What follows belongs to an exercise in optimizing a design on an open flow for small area, a short achievable clock period and few clock cycles per item; a production flow would make more cautious choices. Only simulation tests tie the RTL to the original design; equivalence was not proved. Power and IR drop assume default switching activity.

--- flow/config.mk ---
export PLATFORM = sky130hd
export DESIGN_NAME = stream_filter
export DESIGN_NICKNAME = stream_filter
export VERILOG_FILES = /design/flow/design.v
export SDC_FILE = /design/flow/constraint.sdc
export NUM_CORES = 4
export LEC_CHECK = 0
export CAP_MARGIN = 20
export CORE_MARGIN = 2
export CORE_UTILIZATION = 40
export PLACE_DENSITY = 0.6
export SLEW_MARGIN = 20
--- flow/constraint.sdc ---
create_clock -name core_clock -period 120.0 [get_ports {clk}]
set_input_delay 24.0000 -clock core_clock [delete_from_list [all_inputs] [get_ports {clk}]]
set_output_delay 24.0000 -clock core_clock [all_outputs]
set_load 0.01 [all_outputs]
--- flow/run.sh ---
#!/bin/bash
# synth_recipe.tcl (not shown) runs the flow's synth.tcl, then flattens the netlist and writes it again
# the make line also repeats each setting of config.mk as NAME=value (left out here)
make -C /OpenROAD-flow-scripts/flow DESIGN_CONFIG=/design/flow/config.mk WORK_HOME=/design/flow/orfs CLKGATE_MAP_FILE= SYNTH_SCRIPT=/design/flow/synth_recipe.tcl finish
--- flow/design.v ---
module stream_filter (
    input  wire        clk,
    input  wire        rst,          
    input  wire        cfg_we,
    input  wire [31:0] cfg_wdata,
    output wire [31:0] cfg_rdata,
    output reg         cfg_err,
    input  wire        in_valid,
    input  wire [31:0] in_data,
    output wire        in_ready,
    output reg         out_valid,
    output reg  [31:0] out_val,
    output reg         out_emit
);
    localparam [2:0] F_NONE = 3'd0,
                     F_AVG  = 3'd1,
                     F_MED3 = 3'd2,
                     F_IIR  = 3'd3;
    localparam DEPTH = 64;
    reg [2:0] filter;
    reg [6:0] param;
    reg [7:0] decim;
    reg       bat_en;
    reg       policy;
    assign cfg_rdata = {6'd0, policy, bat_en, decim, 1'b0, param, 5'd0, filter};
    wire [2:0] w_filter = cfg_wdata[2:0];
    wire [6:0] w_param  = cfg_wdata[14:8];
    wire [7:0] w_decim  = cfg_wdata[23:16];
    reg w_ok;
    always @(*) begin
        case (w_filter)
            F_NONE:  w_ok = (w_param == 7'd0);
            F_AVG:   w_ok = (w_param >= 7'd2) && (w_param <= 7'd64);
            F_MED3:  w_ok = (w_param == 7'd0);
            F_IIR:   w_ok = (w_param >= 7'd1) && (w_param <= 7'd15);
            default: w_ok = 1'b0;
        endcase
        if (w_decim == 8'd0)
            w_ok = 1'b0;
    end
    wire cfg_take = cfg_we && w_ok;
    always @(posedge clk) begin
        if (rst) begin
            filter  <= F_NONE;
            param   <= 7'd0;
            decim   <= 8'd1;
            bat_en  <= 1'b0;
            policy  <= 1'b0;
            cfg_err <= 1'b0;
        end else begin
            cfg_err <= cfg_we && !w_ok;
            if (cfg_take) begin
                filter <= w_filter;
                param  <= w_param;
                decim  <= w_decim;
                bat_en <= cfg_wdata[24];
                policy <= cfg_wdata[25];
            end
        end
    end
    reg  [31:0] hist [0:DEPTH-1];    
    reg  [6:0]  count;               
    reg  signed [37:0] sum;          
    reg  signed [31:0] iir_y;
    reg  [7:0]  dcnt;                
    assign in_ready = 1'b1;
    wire take = in_valid && in_ready;
    wire signed [31:0] x = in_data;
    wire        full    = (count >= param);
    wire [6:0]  n_new   = full ? param : count + 7'd1;
    wire signed [31:0] oldest = hist[param[5:0] - 6'd1];
    wire signed [37:0] sum_new = sum + x - (full ? oldest : 32'sd0);
    wire signed [37:0] avg = sum_new / $signed({1'b0, n_new});
    wire signed [31:0] a = x;
    wire signed [31:0] b = hist[0];
    wire signed [31:0] c = hist[1];
    reg  signed [31:0] med;
    always @(*) begin
        if (count < 7'd2)
            med = x;
        else if ((a >= b && a <= c) || (a <= b && a >= c))
            med = a;
        else if ((b >= a && b <= c) || (b <= a && b >= c))
            med = b;
        else
            med = c;
    end
    wire signed [32:0] diff   = x - iir_y;
    wire signed [32:0] step   = diff >>> param[3:0];
    wire signed [31:0] iir_new = (count == 7'd0) ? x : iir_y + step[31:0];
    reg signed [31:0] y;
    always @(*) begin
        case (filter)
            F_AVG:   y = avg[31:0];
            F_MED3:  y = med;
            F_IIR:   y = iir_new;
            default: y = x;
        endcase
    end
    wire emit_now = (dcnt + 8'd1 == decim);
    integer i;
    always @(posedge clk) begin
        if (take) begin
            hist[0] <= x;
            for (i = 1; i < DEPTH; i = i + 1)
                hist[i] <= hist[i-1];
        end
    end
    always @(posedge clk) begin
        if (rst) begin
            count <= 7'd0;
            sum   <= 38'sd0;
            iir_y <= 32'sd0;
            dcnt  <= 8'd0;
        end else if (cfg_take) begin
            count <= 7'd0;
            sum   <= 38'sd0;
            iir_y <= 32'sd0;
            dcnt  <= 8'd0;
        end else if (take) begin
            if (count != DEPTH)
                count <= count + 7'd1;
            sum   <= sum_new;
            iir_y <= iir_new;
            dcnt  <= emit_now ? 8'd0 : dcnt + 8'd1;
        end
    end
    always @(posedge clk) begin
        if (rst) begin
            out_valid <= 1'b0;
            out_val   <= 32'd0;
            out_emit  <= 1'b0;
        end else begin
            out_valid <= take;
            out_emit  <= take && emit_now && bat_en;
            if (take)
                out_val <= y;
        end
    end
endmodule
==> results.cfg <==
[sta]
period_needed_ns = 114.69
tns_ns = 0
hold_ws_ns = 0.4209
setup_ws_ns = 5.309
relSlewSlack_pct = 14.38
final-setup-viol-count = 0
skew_ns = 0.03379
period_share_pct = 95.58
tightest_slew_ns = 1.284
hold_viol_final = 0
report.final.slew_viol_count = 0
fmax_mhz = 8.719

[global_routing]
antenna_found_initial = 21
grt_max_degree = 194
grt_pass1_wl_um = 634700
gr-usage-all-layers_pct = 28.44
grt.overflow.total = 0
grt_pass1_vias = 92480

[place]
place_area_um2 = 130300
hpwl_um = 299400
routabilityCongestion = 0.9944
post-place-ws_ns = -1.556
io_buffers = 110

[critical_path]
crit_path_start_kind = input pin
rr_startpoint = param[2]
endpoint = out_val[28]
crit_buf_inv = 47
crit_top_cell = o21a_1
cp-startpoint = in_data[4]
crit_family = compound AO/OA/AOI/OAI gates
arrival_ns = 115.50
cp_slowest_cell = or4b_2
cp-end-kind = flop
worstRegToRegCells = 523
cp_max_fo = 13
path_class = input pin to flop
path_depth = 516
required_ns = 120.81
r2r_slack_ns = 23.60
slowest_delay_ns = 0.59
r2r-end = out_val[28]

[drt]
viasPerCell = 6.363
drt.antenna.violating_nets = 0
routed_wl_um = 445200
num_vias = 97150
first_pass_iters = 9
first_iter_violations = 14080
wl_per_cell_um = 29.16
route.detailed.drc = 0

[floorplan]
die-area_um2 = 300900
ios = 136
die_h_um = 548.5
initial_core_util_pct = 40.26
num_rows = 199
core_area_um2 = 294600
die_x_um = 548.5

[cells_and_area]
n_fill_cell = 26470
nets = 11730
final_area_um2 = 139200
drive_gt1_share_pct = 17.12
syn2layout_area_growth_pct = 17.37

[synth]
ys_seq_area_share_pct = 54.22
synth_seq_cells = 2188
synthCells = 10350
syn_avg_cell_area_um2 = 11.46
synth_flop_cell = edfxtp_1
synthesis.area_um2 = 118600
async_flop_share_pct = 0
synthDistinctLibCells = 153
yosysWarnings = 2
synth_edf_count = 2048

[hold_path]
holdPathStages = 0
hp-class = flop to flop
hold_end = hist[11][31]
min_from = hist[10][31]

[cts]
clock-sinks = 2188
clk_path_buf_depth = 3
cts.root.buffer_cell = clkbuf_16
clk_latency_ns = 0.88
tritoncts = yes
htree_levels = 4
cts_buffers = 215
clk_pin_slew_ns = 0.07

[power]
combPwrFrac_pct = 99.3
power_switching_uw = 142600
power.clock.fraction_pct = 0.3
comb_cell_power_uw = 241000
switching_share_pct = 58.72
p_int_uw = 100300
pg_seq_uw = 925
leakage_uw = 0.04954
clk-power_uw = 675
seqPwrFrac_pct = 0.4
peakVddDrop_mv = 4.517
power_density_nw_per_um2 = 1745
finalPower_uw = 242900
maxPowerGroup = combinational cells

[job]
maxCapViolations = 0

[outcome]
status = timing/DRC/antenna clean
through the flow:
step | instances | utilization [%]
global route | 15260 | 47.25
finish | 15270 | 47.26
floorplan | 10360 | -
CTS | 15190 | 46.60
global placement | 14800 | 44.24
detailed placement | 14800 | 44.24
flip-flops by register name (all words and copies together), names as in the netlist:
name       flops
cfg_err        1
hist        2048
param          7
out_val       32
dcnt           8
iir_y         32
decim          8
count          7
bat_en         1
out_emit       1
out_valid      1
sum           38
filter         3
policy         1
cells by family after synthesis:
logic type	count (synthesis)	share of synthesized area, %
compound gates	2996	18.22
xor+xnor	406	3.011
fa+ha+maj	500	5.514
buf+inv	828	2.819
flops	2188	54.22
mux	286	2.501
other cells	2	0.006332
simple gates	3143	13.71
power by group through the flow:
stage | sequential [µW] | combinational (µW) | clock, µW
after detailed placement | 938 | 229000 | 0
after global placement | 937 | 229000 | 0
after floorplan | 923 | 206000 | 0
metal layers:
metal	track usage [%]	share of wire (%)
met2	44.80	45
met3	6.647	11
met4	10.13	4.0
met1	38.27	39
met5	0	0.034
layout make-up:
| cell class | count | area [µm²] | area share [%] |
|---|---|---|---|
| Sequential cell | 2188 | 64320 | 46.20 |
| Multi-Input combinational cell | 7344 | 53440 | 38.39 |
| Timing Repair Buffer | 1069 | 8369 | 6.012 |
| Clock buffer | 262 | 5620 | 4.037 |
| Tap cell | 3919 | 4903 | 3.522 |
| Inverter | 349 | 1316 | 0.9456 |
| Clock inverter | 129 | 1219 | 0.8754 |
| Antenna cell | 8 | 20.02 | 0.01438 |
cell usage in the layout, fill, tap and decap left out, types with 101 or more instances in the layout:
| cell | n |
|---|---|
| o21ai_0 | 336 |
| edfxtp_1 | 2048 |
| buf_4 | 949 |
| o21a_1 | 178 |
| nor3_1 | 305 |
| and2_1 | 107 |
| nand4_1 | 261 |
| a21oi_1 | 496 |
| clkdlybuf4s50_1 | 101 |
| nor2_1 | 684 |
| clkbuf_16 | 218 |
| nand2_1 | 579 |
| a22oi_1 | 493 |
| mux2i_1 | 206 |
| xnor2_1 | 256 |
| dfxtp_1 | 133 |
| a221oi_1 | 196 |
| nand3_1 | 263 |
| xor2_1 | 142 |
| ha_1 | 443 |
| inv_1 | 337 |
| a22o_1 | 163 |
synth_stat cells (211+ instances only):
master / number / area (µm²)
o21ai_0: 367 / 1837
inv_1: 342 / 1284
nor2_1: 803 / 3014
nand3_1: 271 / 1356
ha_1: 457 / 5718
nand2_1: 602 / 2260
a22oi_1: 493 / 3701
mux2i_1: 211 / 2112
xnor2_1: 261 / 2286
edfxtp_1: 2048 / 61500
clkbuf_1: 322 / 1209
a21oi_1: 562 / 2813
nor3_1: 325 / 1627
nand4_1: 261 / 1633
worst min path at each step:
| stage | slack (ns) | cells past startpoint | from | end |
|---|---|---|---|---|
| 3_5_place_dp | 0.43 | 0 | hist[13][16] | hist[14][16] |
| 3_3_place_gp | 0.43 | 0 | hist[43][14] | hist[44][14] |
| 2_1_floorplan | 0.43 | 0 | hist[9][1] | hist[10][1] |
timing repair:
| action | 4_1_cts | 5_1_grt |
|---|---|---|
| setup endpoints to repair | 12 | 32 |
| pin swaps | 2 | 111 |
| hold buffers | 0 | 0 |
| setup buffers | 1 | 72 |
| gates resized for setup | 23 | 344 |
Testbench counts, summed over its fixed seeds: cycles 17,391, items 17,303.

separate check: timing with driven ports:
The results above use ideal ports. As a check the final layout listed here was re-extracted and re-timed, cells and wires unchanged. Step 1 assumes that a clkbuf_16 drives the clock port and a buf_2 every other input. Step 2 moves the port delays by t, midway between the first and last clock arrival at a register: inputs arrive t later, outputs are due t later. That takes back most of the time a late clock gives input paths. Three values: no drivers, after step 1, after step 2; two values: the first two.
t, ns: 0.970
setup WS [ns]: 5.309 / 5.201 / 4.230
worst setup path at the end: input to register
latest minus earliest clock arrival (ns): 0.041 / 0.041
After both steps this run still meets setup and hold. For this run, drivers alone change the setup slack by -0.108 ns; drivers and shift together by -1.079 ns.
